Source: an optimization exercise on an open RTL-to-GDS flow (aim: small area, a short achievable clock period and few clock cycles per item). Production flows keep margins and buffers that such runs may drop. Function was not checked in any run shown here: the RTL went through the layout flow alone.

File: flow/run.sh
#!/bin/bash
# Own layout flow: the standard ORFS flow, except that synthesis maps the
# combinational logic with the ABC script in flow/abc.script instead of ORFS's.
# Everything else (registers, flattening, renaming, floorplan, placement,
# CTS, routing) is the standard flow.
set -euo pipefail
W=$PWD
cat > "$W/own_synth.tcl" <<EOF2
proc abc {args} {
  set i [lsearch -exact \$args -script]
  if {\$i >= 0} { set args [lreplace \$args [expr {\$i + 1}] [expr {\$i + 1}] $W/flow/abc.script] }
  puts "own_synth: abc with \$args"
  yosys abc {*}\$args
}
source $W/synth_recipe.tcl
EOF2
sed "s#SYNTH_SCRIPT=[^ ]*#SYNTH_SCRIPT=$W/own_synth.tcl#" standard.sh > own_standard.sh
grep -q "own_synth.tcl" own_standard.sh
bash own_standard.sh > "$W/flow_make.log" 2>&1
File: flow/abc.script
strash
dch
map -a
File: standard.sh
#!/bin/bash
# synth_recipe.tcl (not shown) runs the flow's synth.tcl, then flattens the netlist and writes it again
# the make line also repeats each setting of config.mk as NAME=value (left out here)
make -C /OpenROAD-flow-scripts/flow DESIGN_CONFIG=/design/flow/config.mk WORK_HOME=/design/flow/orfs CLKGATE_MAP_FILE= SYNTH_SCRIPT=/design/flow/synth_recipe.tcl "${@:-finish}"
File: config.mk
export PLATFORM = sky130hd
export DESIGN_NAME = aes_cell
export DESIGN_NICKNAME = aes_cell
export VERILOG_FILES = /design/flow/design.v
export SDC_FILE = /design/flow/constraint.sdc
export NUM_CORES = 8
export LEC_CHECK = 0
export CAP_MARGIN = 20
export CORE_MARGIN = 2
export CORE_UTILIZATION = 25
export PLACE_DENSITY = 0.35
export SLEW_MARGIN = 20
File: constraint.sdc
create_clock -name core_clock -period 12.0 [get_ports {clk}]
set_input_delay 2.4000 -clock core_clock [delete_from_list [all_inputs] [get_ports {clk}]]
set_output_delay 2.4000 -clock core_clock [all_outputs]
set_load 0.01 [all_outputs]
File: design.v
module aes_sbox_a (
    input  wire [7:0]  a,
    output wire [17:0] m      
);
    wire U0, U1, U2, U3, U4, U5, U6, U7;
    wire T1, T2, T3, T4, T5, T6, T7, T8, T9, T10, T11, T12, T13, T14, T15, T16, T17, T18, T19, T20, T21, T22, T23, T24, T25, T26, T27, M1, M2, M3, M4, M5, M6, M7, M8, M9, M10, M11, M12, M13, M14, M15, M16, M17, M18, M19, M20, M21, M22, M23, M24, M25, M26, M27, M28, M29, M30, M31, M32, M33, M34, M35, M36, M37, M38, M39, M40, M41, M42, M43, M44, M45, M46, M47, M48, M49, M50, M51, M52, M53, M54, M55, M56, M57, M58, M59, M60, M61, M62, M63;
    assign {U0, U1, U2, U3, U4, U5, U6, U7} = a;
    assign T1 = U0 ^ U3;
    assign T2 = U0 ^ U5;
    assign T3 = U0 ^ U6;
    assign T4 = U3 ^ U5;
    assign T5 = U4 ^ U6;
    assign T6 = T1 ^ T5;
    assign T7 = U1 ^ U2;
    assign T8 = U7 ^ T6;
    assign T9 = U7 ^ T7;
    assign T10 = T6 ^ T7;
    assign T11 = U1 ^ U5;
    assign T12 = U2 ^ U5;
    assign T13 = T3 ^ T4;
    assign T14 = T6 ^ T11;
    assign T15 = T5 ^ T11;
    assign T16 = T5 ^ T12;
    assign T17 = T9 ^ T16;
    assign T18 = U3 ^ U7;
    assign T19 = T7 ^ T18;
    assign T20 = T1 ^ T19;
    assign T21 = U6 ^ U7;
    assign T22 = T7 ^ T21;
    assign T23 = T2 ^ T22;
    assign T24 = T2 ^ T10;
    assign T25 = T20 ^ T17;
    assign T26 = T3 ^ T16;
    assign T27 = T1 ^ T12;
    assign M1 = T13 & T6;
    assign M2 = T23 & T8;
    assign M3 = T14 ^ M1;
    assign M4 = T19 & U7;
    assign M5 = M4 ^ M1;
    assign M6 = T3 & T16;
    assign M7 = T22 & T9;
    assign M8 = T26 ^ M6;
    assign M9 = T20 & T17;
    assign M10 = M9 ^ M6;
    assign M11 = T1 & T15;
    assign M12 = T4 & T27;
    assign M13 = M12 ^ M11;
    assign M14 = T2 & T10;
    assign M15 = M14 ^ M11;
    assign M16 = M3 ^ M2;
    assign M17 = M5 ^ T24;
    assign M18 = M8 ^ M7;
    assign M19 = M10 ^ M15;
    assign M20 = M16 ^ M13;
    assign M21 = M17 ^ M15;
    assign M22 = M18 ^ M13;
    assign M23 = M19 ^ T25;
    assign M24 = M22 ^ M23;
    assign M25 = M22 & M20;
    assign M26 = M21 ^ M25;
    assign M27 = M20 ^ M21;
    assign M28 = M23 ^ M25;
    assign M29 = M28 & M27;
    assign M30 = M26 & M24;
    assign M31 = M20 & M23;
    assign M32 = M27 & M31;
    assign M33 = M27 ^ M25;
    assign M34 = M21 & M22;
    assign M35 = M24 & M34;
    assign M36 = M24 ^ M25;
    assign M37 = M21 ^ M29;
    assign M38 = M32 ^ M33;
    assign M39 = M23 ^ M30;
    assign M40 = M35 ^ M36;
    assign M41 = M38 ^ M40;
    assign M42 = M37 ^ M39;
    assign M43 = M37 ^ M38;
    assign M44 = M39 ^ M40;
    assign M45 = M42 ^ M41;
    assign M46 = M44 & T6;
    assign M47 = M40 & T8;
    assign M48 = M39 & U7;
    assign M49 = M43 & T16;
    assign M50 = M38 & T9;
    assign M51 = M37 & T17;
    assign M52 = M42 & T15;
    assign M53 = M45 & T27;
    assign M54 = M41 & T10;
    assign M55 = M44 & T13;
    assign M56 = M40 & T23;
    assign M57 = M39 & T19;
    assign M58 = M43 & T3;
    assign M59 = M38 & T22;
    assign M60 = M37 & T20;
    assign M61 = M42 & T1;
    assign M62 = M45 & T4;
    assign M63 = M41 & T2;
    assign m = {M46, M47, M48, M49, M50, M51, M52, M53, M54, M55, M56, M57, M58, M59, M60, M61, M62, M63};
endmodule
module aes_sbox_b (
    input  wire [17:0] m,
    output wire [7:0]  ye
);
    wire M46, M47, M48, M49, M50, M51, M52, M53, M54, M55, M56, M57, M58, M59, M60, M61, M62, M63;
    assign {M46, M47, M48, M49, M50, M51, M52, M53, M54, M55, M56, M57, M58, M59, M60, M61, M62, M63} = m;
    wire L0, L1, L2, L3, L4, L5, L6, L7, L8, L9, L10, L11, L12, L13, L14, L15, L16, L17, L18, L19, L20, L21, L22, L23, L24, L25, L26, L27, L28, L29, S0, S1, S2, S3, S4, S5, S6, S7;
    assign L0 = M61 ^ M62;
    assign L1 = M50 ^ M56;
    assign L2 = M46 ^ M48;
    assign L3 = M47 ^ M55;
    assign L4 = M54 ^ M58;
    assign L5 = M49 ^ M61;
    assign L6 = M62 ^ L5;
    assign L7 = M46 ^ L3;
    assign L8 = M51 ^ M59;
    assign L9 = M52 ^ M53;
    assign L10 = M53 ^ L4;
    assign L11 = M60 ^ L2;
    assign L12 = M48 ^ M51;
    assign L13 = M50 ^ L0;
    assign L14 = M52 ^ M61;
    assign L15 = M55 ^ L1;
    assign L16 = M56 ^ L0;
    assign L17 = M57 ^ L1;
    assign L18 = M58 ^ L8;
    assign L19 = M63 ^ L4;
    assign L20 = L0 ^ L1;
    assign L21 = L1 ^ L7;
    assign L22 = L3 ^ L12;
    assign L23 = L18 ^ L2;
    assign L24 = L15 ^ L9;
    assign L25 = L6 ^ L10;
    assign L26 = L7 ^ L9;
    assign L27 = L8 ^ L10;
    assign L28 = L11 ^ L14;
    assign L29 = L11 ^ L17;
    assign S0 = L6 ^ L24;
    assign S1 = ~(L16 ^ L26);
    assign S2 = ~(L19 ^ L28);
    assign S3 = L6 ^ L21;
    assign S4 = L20 ^ L22;
    assign S5 = L25 ^ L29;
    assign S6 = ~(L13 ^ L27);
    assign S7 = ~(L6 ^ L23);
    assign ye = {S0, S1, S2, S3, S4, S5, S6, S7};
endmodule
module aes_sbox_bd (
    input  wire [17:0] m,
    output wire [7:0]  ye,
    output wire [7:0]  yd
);
    wire M46, M47, M48, M49, M50, M51, M52, M53, M54, M55, M56, M57, M58, M59, M60, M61, M62, M63;
    assign {M46, M47, M48, M49, M50, M51, M52, M53, M54, M55, M56, M57, M58, M59, M60, M61, M62, M63} = m;
    wire L0, L1, L2, L3, L4, L5, L6, L7, L8, L9, L10, L11, L12, L13, L14, L15, L16, L17, L18, L19, L20, L21, L22, L23, L24, L25, L26, L27, L28, L29, S0, S1, S2, S3, S4, S5, S6, S7;
    assign L0 = M61 ^ M62;
    assign L1 = M50 ^ M56;
    assign L2 = M46 ^ M48;
    assign L3 = M47 ^ M55;
    assign L4 = M54 ^ M58;
    assign L5 = M49 ^ M61;
    assign L6 = M62 ^ L5;
    assign L7 = M46 ^ L3;
    assign L8 = M51 ^ M59;
    assign L9 = M52 ^ M53;
    assign L10 = M53 ^ L4;
    assign L11 = M60 ^ L2;
    assign L12 = M48 ^ M51;
    assign L13 = M50 ^ L0;
    assign L14 = M52 ^ M61;
    assign L15 = M55 ^ L1;
    assign L16 = M56 ^ L0;
    assign L17 = M57 ^ L1;
    assign L18 = M58 ^ L8;
    assign L19 = M63 ^ L4;
    assign L20 = L0 ^ L1;
    assign L21 = L1 ^ L7;
    assign L22 = L3 ^ L12;
    assign L23 = L18 ^ L2;
    assign L24 = L15 ^ L9;
    assign L25 = L6 ^ L10;
    assign L26 = L7 ^ L9;
    assign L27 = L8 ^ L10;
    assign L28 = L11 ^ L14;
    assign L29 = L11 ^ L17;
    assign S0 = L6 ^ L24;
    assign S1 = ~(L16 ^ L26);
    assign S2 = ~(L19 ^ L28);
    assign S3 = L6 ^ L21;
    assign S4 = L20 ^ L22;
    assign S5 = L25 ^ L29;
    assign S6 = ~(L13 ^ L27);
    assign S7 = ~(L6 ^ L23);
    assign ye = {S0, S1, S2, S3, S4, S5, S6, S7};
    assign yd[7] = M49 ^ M51 ^ M52 ^ M54 ^ M58 ^ M59 ^ M61 ^ M62;
    assign yd[6] = M47 ^ M48 ^ M49 ^ M50 ^ M52 ^ M54 ^ M55 ^ M56 ^ M59 ^ M60 ^ M61 ^ M63;
    assign yd[5] = M47 ^ M48 ^ M49 ^ M50 ^ M52 ^ M54 ^ M56 ^ M57 ^ M58 ^ M60 ^ M61 ^ M62;
    assign yd[4] = M46 ^ M48 ^ M52 ^ M54 ^ M58 ^ M59 ^ M61 ^ M62;
    assign yd[3] = M46 ^ M48 ^ M50 ^ M51 ^ M52 ^ M53 ^ M56 ^ M57 ^ M58 ^ M59 ^ M61 ^ M63;
    assign yd[2] = M46 ^ M47 ^ M50 ^ M51 ^ M52 ^ M54 ^ M58 ^ M59 ^ M61 ^ M62;
    assign yd[1] = M49 ^ M50 ^ M52 ^ M53 ^ M58 ^ M59 ^ M61 ^ M62;
    assign yd[0] = M55 ^ M57 ^ M61 ^ M63;
endmodule
module aes_ain (
    input  wire [7:0] a,
    output wire [7:0] y
);
    assign y[7] = a[6] ^ a[4] ^ a[1];
    assign y[6] = a[5] ^ a[3] ^ a[0];
    assign y[5] = a[7] ^ a[4] ^ a[2];
    assign y[4] = a[6] ^ a[3] ^ a[1];
    assign y[3] = a[5] ^ a[2] ^ a[0];
    assign y[2] = ~(a[7] ^ a[4] ^ a[1]);
    assign y[1] = a[6] ^ a[3] ^ a[0];
    assign y[0] = ~(a[7] ^ a[5] ^ a[2]);
endmodule
module aes_cell (
    input  wire         clk,
    input  wire         rst,           
    input  wire         in_valid,
    output wire         in_ready,
    input  wire         in_decrypt,    
    input  wire         in_key256,     
    input  wire [255:0] in_key,
    input  wire [127:0] in_block,
    output wire         out_valid,
    output wire [127:0] out_block
);
    function [7:0] xt;
        input [7:0] a;
        xt = {a[6:0], 1'b0} ^ (a[7] ? 8'h1b : 8'h00);
    endfunction
    function [7:0] xtinv;       
        input [7:0] a;
        xtinv = a[0] ? ({1'b1, a[7:1]} ^ 8'h0d) : {1'b0, a[7:1]};
    endfunction
    function [31:0] mixcol;
        input [31:0] c;
        reg [7:0] a0, a1, a2, a3, t;
        begin
            {a0, a1, a2, a3} = c;
            t = a0 ^ a1 ^ a2 ^ a3;
            mixcol = {a0 ^ t ^ xt(a0 ^ a1),
                      a1 ^ t ^ xt(a1 ^ a2),
                      a2 ^ t ^ xt(a2 ^ a3),
                      a3 ^ t ^ xt(a3 ^ a0)};
        end
    endfunction
    function [31:0] invmixcol;
        input [31:0] c;
        reg [7:0] a0, a1, a2, a3, s, s8, u, v;
        begin
            {a0, a1, a2, a3} = c;
            s  = a0 ^ a1 ^ a2 ^ a3;
            s8 = xt(xt(xt(s)));
            u  = xt(xt(a0 ^ a2));
            v  = xt(xt(a1 ^ a3));
            invmixcol = {a0 ^ s ^ s8 ^ u ^ xt(a0 ^ a1),
                         a1 ^ s ^ s8 ^ v ^ xt(a1 ^ a2),
                         a2 ^ s ^ s8 ^ u ^ xt(a2 ^ a3),
                         a3 ^ s ^ s8 ^ v ^ xt(a3 ^ a0)};
        end
    endfunction
    function [127:0] shiftrows;
        input [127:0] s;
        integer i;
        begin
            for (i = 0; i < 16; i = i + 1)
                shiftrows[127 - 8 * i -: 8] = s[127 - 8 * ((i % 4) + 4 * (((i / 4) + (i % 4)) % 4)) -: 8];
        end
    endfunction
    function [127:0] invshiftrows;
        input [127:0] s;
        integer i;
        begin
            for (i = 0; i < 16; i = i + 1)
                invshiftrows[127 - 8 * i -: 8] = s[127 - 8 * ((i % 4) + 4 * (((i / 4) + 4 - (i % 4)) % 4)) -: 8];
        end
    endfunction
    reg  [127:0] q_st;
    reg  [255:0] q_kw;
    reg  [31:0]  q_ks;
    reg          q_busy, q_dec, q_k256, q_pre, q_par;
    reg  [3:0]   q_cnt;
    reg  [7:0]   q_rc;
    reg  [1:0]   q_tag;
    reg  [287:0] p_m;           
    reg  [71:0]  p_km;          
    reg  [255:0] p_kw;
    reg          p_busy, p_dec, p_k256, p_pre, p_par;
    reg  [3:0]   p_cnt;
    reg  [7:0]   p_rc;
    reg  [1:0]   p_tag;
    reg  [127:0] rb0, rb1, rb2;
    reg  [2:0]   rb_v;
    reg  [1:0]   rd_tag, wr_tag;
    reg  [1:0]   n_open;        
    genvar g;
    wire [287:0] m1;
    wire [71:0]  km1;
    generate
        for (g = 0; g < 16; g = g + 1) begin : g_s1
            aes_sbox_a u_sa (.a(q_st[127 - 8 * g -: 8]), .m(m1[287 - 18 * g -: 18]));
        end
        for (g = 0; g < 4; g = g + 1) begin : g_k1
            aes_sbox_a u_ka (.a(q_ks[31 - 8 * g -: 8]), .m(km1[71 - 18 * g -: 18]));
        end
    endgenerate
    always @(posedge clk) begin
        p_m    <= {m1[287:128], q_pre ? q_st : m1[127:0]};
        p_km   <= km1;
        p_kw   <= q_kw;
        p_dec  <= q_dec;
        p_k256 <= q_k256;
        p_pre  <= q_pre;
        p_par  <= q_par;
        p_cnt  <= q_cnt;
        p_rc   <= q_rc;
        p_tag  <= q_tag;
    end
    wire [127:0] sbe, sbd;      
    wire [31:0]  ks_sub;
    generate
        for (g = 0; g < 16; g = g + 1) begin : g_s2
            aes_sbox_bd u_sb (.m(p_m[287 - 18 * g -: 18]), .ye(sbe[127 - 8 * g -: 8]), .yd(sbd[127 - 8 * g -: 8]));
        end
        for (g = 0; g < 4; g = g + 1) begin : g_k2
            aes_sbox_b u_kb (.m(p_km[71 - 18 * g -: 18]), .ye(ks_sub[31 - 8 * g -: 8]));
        end
    endgenerate
    wire [31:0] h0 = p_kw[255:224], h1 = p_kw[223:192], h2 = p_kw[191:160], h3 = p_kw[159:128];
    wire [31:0] l0 = p_kw[127:96],  l1 = p_kw[95:64],   l2 = p_kw[63:32],   l3 = p_kw[31:0];
    wire [31:0] ks_t = p_par ? {ks_sub[23:16] ^ p_rc, ks_sub[15:0], ks_sub[31:24]} : ks_sub;
    wire [127:0] kf = {h0 ^ ks_t, h0 ^ h1 ^ ks_t, h0 ^ h1 ^ h2 ^ ks_t, h0 ^ h1 ^ h2 ^ h3 ^ ks_t};
    wire [127:0] kb = {l0 ^ ks_t, l1 ^ l0, l2 ^ l1, l3 ^ l2};
    wire [127:0] rk_e = p_k256 ? p_kw[127:0] : kf;
    wire [127:0] ek   = sbe ^ rk_e;
    wire [127:0] dk   = sbd ^ p_kw[255:128];
    wire [127:0] mc, imc;
    generate
        for (g = 0; g < 4; g = g + 1) begin : g_mix
            assign mc[127 - 32 * g -: 32]  = mixcol(sbe[127 - 32 * g -: 32]);
            assign imc[127 - 32 * g -: 32] = invmixcol(dk[127 - 32 * g -: 32]);
        end
    endgenerate
    wire [127:0] dnext_s  = invshiftrows(imc);
    wire [127:0] dfirst_s = invshiftrows(p_m[127:0] ^ kf);
    wire [127:0] dnext, dfirst;
    generate
        for (g = 0; g < 16; g = g + 1) begin : g_ain
            aes_ain u_ain0 (.a(dnext_s[127 - 8 * g -: 8]),  .y(dnext[127 - 8 * g -: 8]));
            aes_ain u_ain1 (.a(dfirst_s[127 - 8 * g -: 8]), .y(dfirst[127 - 8 * g -: 8]));
        end
    endgenerate
    wire last    = (p_cnt == (p_k256 ? 4'd14 : 4'd10));
    wire lastpre = (p_cnt == (p_k256 ? 4'd13 : 4'd10));
    wire fin     = p_busy && !p_pre && last;    
    assign in_ready = (!p_busy || fin) && (n_open != 2'd3);
    wire   accept   = in_ready && in_valid;
    always @(posedge clk) begin
        if (in_ready) begin
            q_st   <= in_decrypt ? in_block : shiftrows(in_block ^ in_key[255:128]);
            q_kw   <= {in_key[255:128], in_key256 ? in_key[127:0] : in_key[255:128]};
            q_ks   <= in_key256 ? in_key[31:0] : in_key[159:128];
            q_dec  <= in_decrypt;
            q_k256 <= in_key256;
            q_pre  <= in_decrypt;
            q_par  <= 1'b1;
            q_cnt  <= 4'd1;
            q_rc   <= 8'h01;
            q_tag  <= wr_tag;
        end else begin
            q_dec  <= p_dec;
            q_k256 <= p_k256;
            q_tag  <= p_tag;
            q_cnt  <= p_cnt + 4'd1;
            q_par  <= p_k256 ? !p_par : p_par;
            q_pre  <= p_pre;
            q_rc   <= p_rc;
            q_kw   <= p_kw;
            q_st   <= p_m[127:0];
            if (p_pre) begin
                if (p_k256)
                    q_kw <= {p_kw[127:0], kf};
                else if (!lastpre)
                    q_kw <= {kf, kf};
                if (lastpre) begin
                    q_st  <= dfirst;
                    q_pre <= 1'b0;
                    q_cnt <= 4'd1;
                    q_par <= 1'b1;
                    q_ks  <= p_k256 ? l3 : (l3 ^ l2);
                    if (!p_k256) q_rc <= xtinv(p_rc);
                end else begin
                    q_ks  <= kf[31:0];
                    if (p_par) q_rc <= xt(p_rc);
                end
            end else if (p_dec) begin
                q_kw <= p_k256 ? {kb, p_kw[255:128]} : {kb, kb};
                q_ks <= p_k256 ? (l3 ^ l2) : (l3 ^ l1);
                if (p_par) q_rc <= xtinv(p_rc);
                q_st <= dnext;
            end else begin
                q_kw <= p_k256 ? {p_kw[127:0], kf} : {kf, kf};
                q_ks <= kf[31:0];
                if (p_par) q_rc <= xt(p_rc);
                q_st <= shiftrows(mc ^ rk_e);
            end
        end
    end
    wire [127:0] res = p_dec ? dk : ek;
    always @(posedge clk) begin
        if (fin && p_tag == 2'd0) rb0 <= res;
        if (fin && p_tag == 2'd1) rb1 <= res;
        if (fin && p_tag == 2'd2) rb2 <= res;
    end
    assign out_valid = rb_v[rd_tag];
    assign out_block = (rd_tag == 2'd0) ? rb0 : (rd_tag == 2'd1) ? rb1 : rb2;
    function [1:0] inc3;
        input [1:0] t;
        inc3 = (t == 2'd2) ? 2'd0 : t + 2'd1;
    endfunction
    always @(posedge clk) begin
        if (rst) begin
            q_busy <= 1'b0;
            p_busy <= 1'b0;
            rb_v   <= 3'b000;
            rd_tag <= 2'd0;
            wr_tag <= 2'd0;
            n_open <= 2'd0;
        end else begin
            p_busy <= q_busy;
            q_busy <= in_ready ? in_valid : (p_busy && !fin);
            if (accept) wr_tag <= inc3(wr_tag);
            if (out_valid) rd_tag <= inc3(rd_tag);
            n_open <= n_open + (accept ? 2'd1 : 2'd0) - (out_valid ? 2'd1 : 2'd0);
            rb_v <= (rb_v & ~((out_valid ? 3'b001 : 3'b000) << rd_tag))
                         | ((fin ? 3'b001 : 3'b000) << p_tag);
        end
    end
endmodule
==> key figures, run 1 <==
Run status
  • Status: finished clean

Global route
  • Vias in the first global route: roughly 100k
  • Remaining Overflow, GRT: 0
  • Initial antenna violation count: a little under 60
  • All-Layer GR Usage: between 20% and 30%
  • First-pass GRT wire length: about 880 mm
  • Pin count of the biggest net entering global routing: 140

Routing
  • WL final: 670.0 mm
  • Detail Route Antenna Nets: 0
  • Drt wl/cell: ~32 um
  • Vias: between 100k and 150k
  • DR pass1 iterations: 6
  • Initial DRC Count: about 12k
  • Vias per cell: 5.017
  • DRC: 0

STA
  • Minimum clock period: 7747 ps
  • Clk_skew: approximately 80 ps
  • WHS: 278.0 ps
  • Worst Max-Slew Pin Slew: roughly 1400 ps
  • Final setup violation count: 0
  • F_max: around 130 MHz
  • Fin. max-slew vios: 0
  • Count of final hold-check violations: 0
  • RSZ-0062 raised after global routing: no
  • Fin crit share: between 60 and 70%
  • Slew margin rel.: approximately 6.6%

Synth
  • Mapped cell area: 0.1077 sq mm
  • Post-synth EDFFs: 384
  • Post-synth top cells: 2575 x xor2_1, 2388 x nand2_1, 1452 x xnor2_1
  • Synth top area cells: xor2_1 21%, dfxtp_1 20%, xnor2_1 12%
  • Primary FF master, synth: dfxtp_1
  • Register area share after synthesis: between 30% and 40%
  • Syn Nets: around 14k
  • Area fraction of the dominant cell type after synthesis: 20.94%
  • FFs w/ async S/R, synth: 0%
  • Yosys top cell by area: xor2_1
  • Most common cell in the netlist: xor2_1
  • Post-synth cell types: between 40 and 50
  • Syn Inst Count: approximately 14k
  • Syn avg cell area: 7.761 sq um
  • Post-synthesis register bit count: 1463
  • Synth warn: 1

CTS
  • H-tree depth: 4
  • Largest buffer count on any clock path: 4
  • Clock latency on the worst-skew pair: approximately 1000 ps
  • Post-CTS Hold Fix Bufs: 0
  • Clk sinks: 1463
  • CTS tree: done
  • CTS Buf Count: 196
  • PostCTS Resize Cnt: 0
  • CTS root buf: clkbuf_16
  • Clock transition at path regs: approximately 60 ps
  • Post-CTS Setup Bufs: 0

Die
  • Die Width: ~660 um
  • Die Y: ~660 um
  • Die ar.: about 0.44 sq mm
  • Initial Util: 25.05%
  • # IOs: 519
  • Row count: 241
  • Total core area: roughly 0.43 sq mm

Cells and area
  • Post-layout util: 30.24%
  • Area Overhead vs Synth: 20.73%
  • NumNets Final: between 15k and 20k
  • Layout cell share with drive strength beyond 1: 6.762%

Placed design
  • HPWL after DPL: around 540 mm
  • Final Wtd Congestion: between 1 and 1.5
  • I/O Buffers: roughly 520

Worst setup path
  • Req. time, crit path: approximately 9600 ps
  • Crit end category: primary output
  • Critical Path Source Type: flop
  • Critical path class: reg2out
  • Crit path DAT: about 5400 ps
  • Worst R2R Setup Slack: around 5000 ps
  • Worst Path Max Fanout: ~80

Hold path
  • Min-Delay Path Class: reg2reg

Flow run
  • Max-cap violation count: 0
==> through the flow <==
step | TNS, ps | cells | setup slack, ps | instance area [sq um]
2_1_floorplan | -2682350 | 13880 | -9156 | 107800
3_3_place_gp | 0 | 20424 | 5289 | 122900
3_5_place_dp | 0 | 20433 | 5232 | 123000
4_1_cts | 0 | 20791 | 4235 | 129900
5_1_grt | 0 | 20798 | 4191 | 130000
6_report | 0 | 20812 | 4253 | 130000
==> state kept, by name, indices dropped and copies added (netlist names), 2 cells and up <==
signal,flops
n_open,2
p_cnt,4
p_km,72
p_kw,256
p_m,288
p_rc,8
p_tag,2
q_cnt,4
q_ks,32
q_kw,256
q_rc,8
q_st,128
q_tag,2
rb0,128
rb1,128
rb2,128
rb_v,3
rd_tag,2
wr_tag,2
==> cell type report <==
type | count | area (sq um)
Fill cell | 46900 | 299900
Multi-Input combinational cell | 11200 | 70330
Sequential cell | 1463 | 33150
Timing Repair Buffer | 846 | 7819
Tap cell | 5710 | 7144
Clock buffer | 261 | 5549
Inverter | 1217 | 4627
Clock inverter | 97 | 1388
Antenna cell | 18 | 45.04
==> metal layers <==
layer / wire length (um) / GRT usage (%)
met1: 297800 / 40.43
met2: 290700 / 45.89
met3: 40240 / 3.360
met4: 41250 / 15.05
met5: 14 / 0
==> worst max-delay path, cell delays in order (launching register included) <==
cell	delay [ps]
dfxtp_4	710
inv_8	350
a21oi_1	560
nand4_1	930
nand2_2	430
nand2_8	280
inv_8	380
clkdlybuf4s50_1	600
==> cells in the final DEF (no fill, tap or decap), types with 222 or more instances in the layout <==
cell type,Yosys,layout
o21ai_0,1013,997
nor2_1,1117,1107
clkdlybuf4s50_1,0,516
buf_4,0,307
xnor2_1,1452,1444
nand2_1,2388,2385
dfxtp_1,1079,1073
edfxtp_1,384,384
or2_2,271,271
a22oi_1,311,311
clkinv_1,1217,1209
nand3_1,222,222
a21oi_1,1023,1014
xor2_1,2575,2570
==> cell families after synthesis <==
logic type               Yosys count  synth area share, %
AO/OA/AOI/OAI                   3074                16.61
multiplexers                       5              0.04646
buffers and inverters           1217                4.241
adder cells (fa/ha/maj)           44               0.5111
flip-flops                      1463                30.76
XOR/XNOR                        4027                32.74
AND/OR/NAND/NOR                 4050                15.09
==> worst paths after layout <==
path              startpoint        end  cells after the start
setup / recovery      p_k256   in_ready                      7
hold / removal     q_kw[108]  p_kw[108]                      0
setup reg to reg     p_m[68]  q_st[114]                     21
hold reg to reg    q_kw[108]  p_kw[108]                      0
==> run 2, diff against run 1 <==
==> run.sh (new file) <==
#!/bin/bash
# synth_recipe.tcl (not shown) runs the flow's synth.tcl, then flattens the netlist and writes it again
# the make line also repeats each setting of config.mk as NAME=value (left out here)
make -C /OpenROAD-flow-scripts/flow DESIGN_CONFIG=/design/flow/config.mk WORK_HOME=/design/flow/orfs CLKGATE_MAP_FILE= SYNTH_SCRIPT=/design/flow/synth_recipe.tcl finish
--- a/config.mk
+++ b/config.mk
@@ -7,2 +7,3 @@
 export LEC_CHECK = 0
+export ABC_AREA = 1
 export CAP_MARGIN = 20
removed: flow/run.sh
removed: flow/abc.script
removed: standard.sh
==> run 2 against run 1 <==
Net effect: still clean on timing, DRC and antenna; setup slack better by 1000 ps; maximum frequency is 15% higher; via count rose by 26%; routed wire length up 30%; synthesized area is 15% higher; die area rose by 15%; non-clock buffer count decreased by 18; largest cell class unchanged; highest routed layer unchanged.
==> key figures, run 2 <==
Routing
  • Drt wl/cell: 34.08 um (+5.9%)
  • Vias: 131.3k (+26%)
  • Detail Route Antenna Nets: 0 (unchanged)
  • DR pass1 iterations: 6 (unchanged)
  • DRC: 0 (unchanged)
  • WL final: 872.5 mm (+30%)
  • Vias per cell: 5.129 (+2.2%)
  • Initial DRC Count: 17.62k (+52%)

Synth
  • Most common cell in the netlist: nand2_1
  • Post-synth cell types: 65 (+51%)
  • Synth warn: 1 (unchanged)
  • Simple-gate share of the synthesized area: 28.59% (+13 points)
  • Post-synthesis mux area share: 0% (-0.046 points)
  • Area fraction of the dominant cell type after synthesis: 18.26% (-2.7 points)
  • Yosys top cell by area: nand2_1
  • Syn Nets: 18.89k (+32%)
  • Mapped cell area: 0.1243 sq mm (+15%)
  • Synth Area in Compound Gates: 11.51% (-5.1 points)
  • Adder-cell share of the synthesized area: 0.4430% (-0.068 points)
  • Register area share after synthesis: 26.66% (-4.1 points)
  • Largest family of logic cells by synthesized area: simple AND/OR/NAND/NOR gates
  • Post-synth EDFFs: 384 (unchanged)
  • FFs w/ async S/R, synth: 0% (unchanged)
  • Synth top area cells: nand2_1 18%, dfxtp_1 17%, xor2_1 15%
  • Post-synthesis register bit count: 1463 (unchanged)
  • Post-synth top cells: 6046 x nand2_1, 2101 x xor2_1, 1618 x inv_1
  • Primary FF master, synth: dfxtp_1
  • Syn Inst Count: 18.46k (+33%)
  • Syn avg cell area: 6.733 sq um (-13%)
  • Post-synthesis xor/xnor area fraction: 25.12% (-7.6 points)

CTS
  • CTS tree: done
  • Largest buffer count on any clock path: 4 (unchanged)
  • Clock transition at path regs: 60 ps (about the same)
  • CTS Buf Count: 199 (+1.5%)
  • Clock latency on the worst-skew pair: 1000 ps (+20 ps)
  • H-tree depth: 4 (unchanged)
  • Post-CTS Setup Bufs: 0 (unchanged)
  • Clk sinks: 1463 (unchanged)
  • PostCTS Resize Cnt: 0 (unchanged)
  • Post-CTS Hold Fix Bufs: 0 (unchanged)
  • CTS root buf: clkbuf_16

Die
  • Initial Util: 25.13% (+0.077 points)
  • Die Y: 709.0 um (+7.4%)
  • Die Width: 709.0 um (+7.4%)
  • Die ar.: 0.5027 sq mm (+15%)
  • # IOs: 519 (unchanged)
  • Row count: 258 (+7.1%)
  • Total core area: 0.4945 sq mm (+15%)

Cells and area
  • Area Overhead vs Synth: 16.27%
  • Commonest non-fill, non-tap cell in the layout: nand2_1
  • Layout cell share with drive strength beyond 1: 6.944% (+0.18 points)
  • Max reg flops: 288 (unchanged)
  • Top reg by flops: p_m
  • Most frequent cells in the layout: 6044 x nand2_1, 2090 x xor2_1, 1610 x inv_1
  • Largest registers: p_m: 288 flops, p_kw: 256 flops, q_kw: 256 flops
  • Post-layout util: 29.22% (-1.0 points)
  • FILL cells: 55.27k (+18%)
  • NumNets Final: 19.19k (+25%)

Worst setup path
  • Req. time, crit path: 9600 ps (about the same)
  • RR Startpoint: p_km[8]
  • Crit end category: primary output
  • R2R depth: 15 (-29%)
  • Worst Path Max Fanout: 39 (-50%)
  • Critical path class: reg2out
  • Worst reg2reg endpoint: rb1[110]
  • Setup crit start: p_k256
  • Crit path DAT: 4350 ps (-1000 ps)
  • Worst R2R Setup Slack: 6060 ps (+1040 ps)
  • Critical Path Source Type: flop
  • Crit path to: in_ready

STA
  • F_max: 148.3 MHz (+15%)
  • Count of final hold-check violations: 0 (unchanged)
  • Slew margin rel.: 6.931% (+0.36 points)
  • Fin. max-slew vios: 0 (unchanged)
  • Fin crit share: 56.21% (-8.3 points)
  • Worst Max-Slew Pin Slew: 1381 ps (-15.19 ps)
  • Minimum clock period: 6745 ps (-1002 ps)
  • Post-route setup TNS: 0 ps (unchanged)
  • Clk_skew: 119.3 ps (+39.22 ps)
  • RSZ-0062 raised after global routing: no
  • Final setup violation count: 0 (unchanged)

Global route
  • Remaining Overflow, GRT: 0 (unchanged)
  • First-pass GRT wire length: 1128 mm (+28%)
  • Initial antenna violation count: 138 (+130%)
  • Vias in the first global route: 118.0k (+20%)
  • All-Layer GR Usage: 33.34% (+3.7 points)
  • Pin count of the biggest net entering global routing: 123 (-12%)

Hold path
  • Min-Delay Path Class: reg2reg

Flow run
  • Max-cap violation count: 0 (unchanged)

Placed design
  • Final Wtd Congestion: 1.074 (+6.4%)
  • HPWL after DPL: 727.3 mm (+35%)
  • I/O Buffers: 518 (unchanged)

Run status
  • Status: finished clean
==> run 2: cell types whose count changed in the layout (fill, tap and decap cells not counted), moves of 429 or more <==
cell      change
nand3_1    +1067
clkinv_1   -1195
nand2_1    +3659
a21oi_1     -429
inv_1      +1610
xor2_1      -480
==> run 2: cell families after synthesis <==
logic type | after synthesis
DFF | 1463
buffers and inverters | 2451
xor gates and xnor gates | 3386
AOI/OAI and AO/OA | 2453
and+or+nand+nor | 8659
adders and majority gates | 44
==> run 2: per-stage QoR <==
step	hold WS (ps)	area (sq um)	setup WS [ps]	cells
final	293.0	144500	5255	25599
after global placement	309.7	137400	5711	25180
after CTS	292.5	144300	5240	25550
after floorplan	309.6	124300	1591	18456
after detailed placement	312.1	137500	6272	25188
after global routing	307.2	144400	5188	25566
==> run 2: worst min path at each step <==
stage	startpoint	end	slack, ps	cells past startpoint
detailed placement	q_kw[102]	p_kw[102]	310	0
CTS	q_kw[83]	p_kw[83]	290	0
global route	q_kw[46]	p_kw[46]	310	0
floorplan	q_cnt[0]	p_cnt[0]	310	0
global placement	q_kw[8]	p_kw[8]	310	0
finish	q_kw[83]	p_kw[83]	290	0
==> run 2: area by class of cell <==
type                    count  area, sq um  share of cell area, %
clock buffers             260         5507                  3.811
inverters                1727         6549                  4.532
diodes                     47        117.6                0.08140
well taps                6630         8295                  5.741
flip-flops and latches   1463        33150                  22.94
repair buffers            828         7662                  5.303
multi-input cells       14542        81920                  56.69
clock inverters           102         1292                 0.8945
==> run 2: layer usage <==
metal	track usage (%)	part of all wire (%)
met5	0	0.034
met4	18.36	6.6
met3	7.565	9.3
met2	47.62	40
met1	45.98	44
==> run 2: critical path, stage by stage (launching register included) <==
cell and delay, ps:
dfxtp_4 540, inv_8 210, nand2_1 120, nand2_1 50, nor2_1 210, nand4_1 460, nand2_1 290, nand2_4 400
inv_8 390, clkdlybuf4s50_1 600

-- separate check: timing with driven ports --
No port has a modelled driver above. Below, the same layouts with a new extraction and two added sets of constraints.
Step 1, drivers: a clkbuf_16 drives clk and a buf_2 each remaining input, both assumed.
Step 2 adds t to the input delays and takes it off the output delays; t is the mean of the earliest and latest rising clock arrival at the registers after step 1. Input paths then give back, and output paths get back, about the clock's delay inside the block.
a / b / c = ideal / step 1 / step 2; a / b = the first two.
run | shift t [ns] | setup WS [ns] | slew at the worst register clock pin (ns)
run 1 | 1.069 | 4.253 / 4.127 / 5.016 | 0.08 / 0.08
run 2 | 1.066 | 5.255 / 5.131 / 6.063 | 0.08 / 0.08
After both steps setup and hold are still met in every run listed.
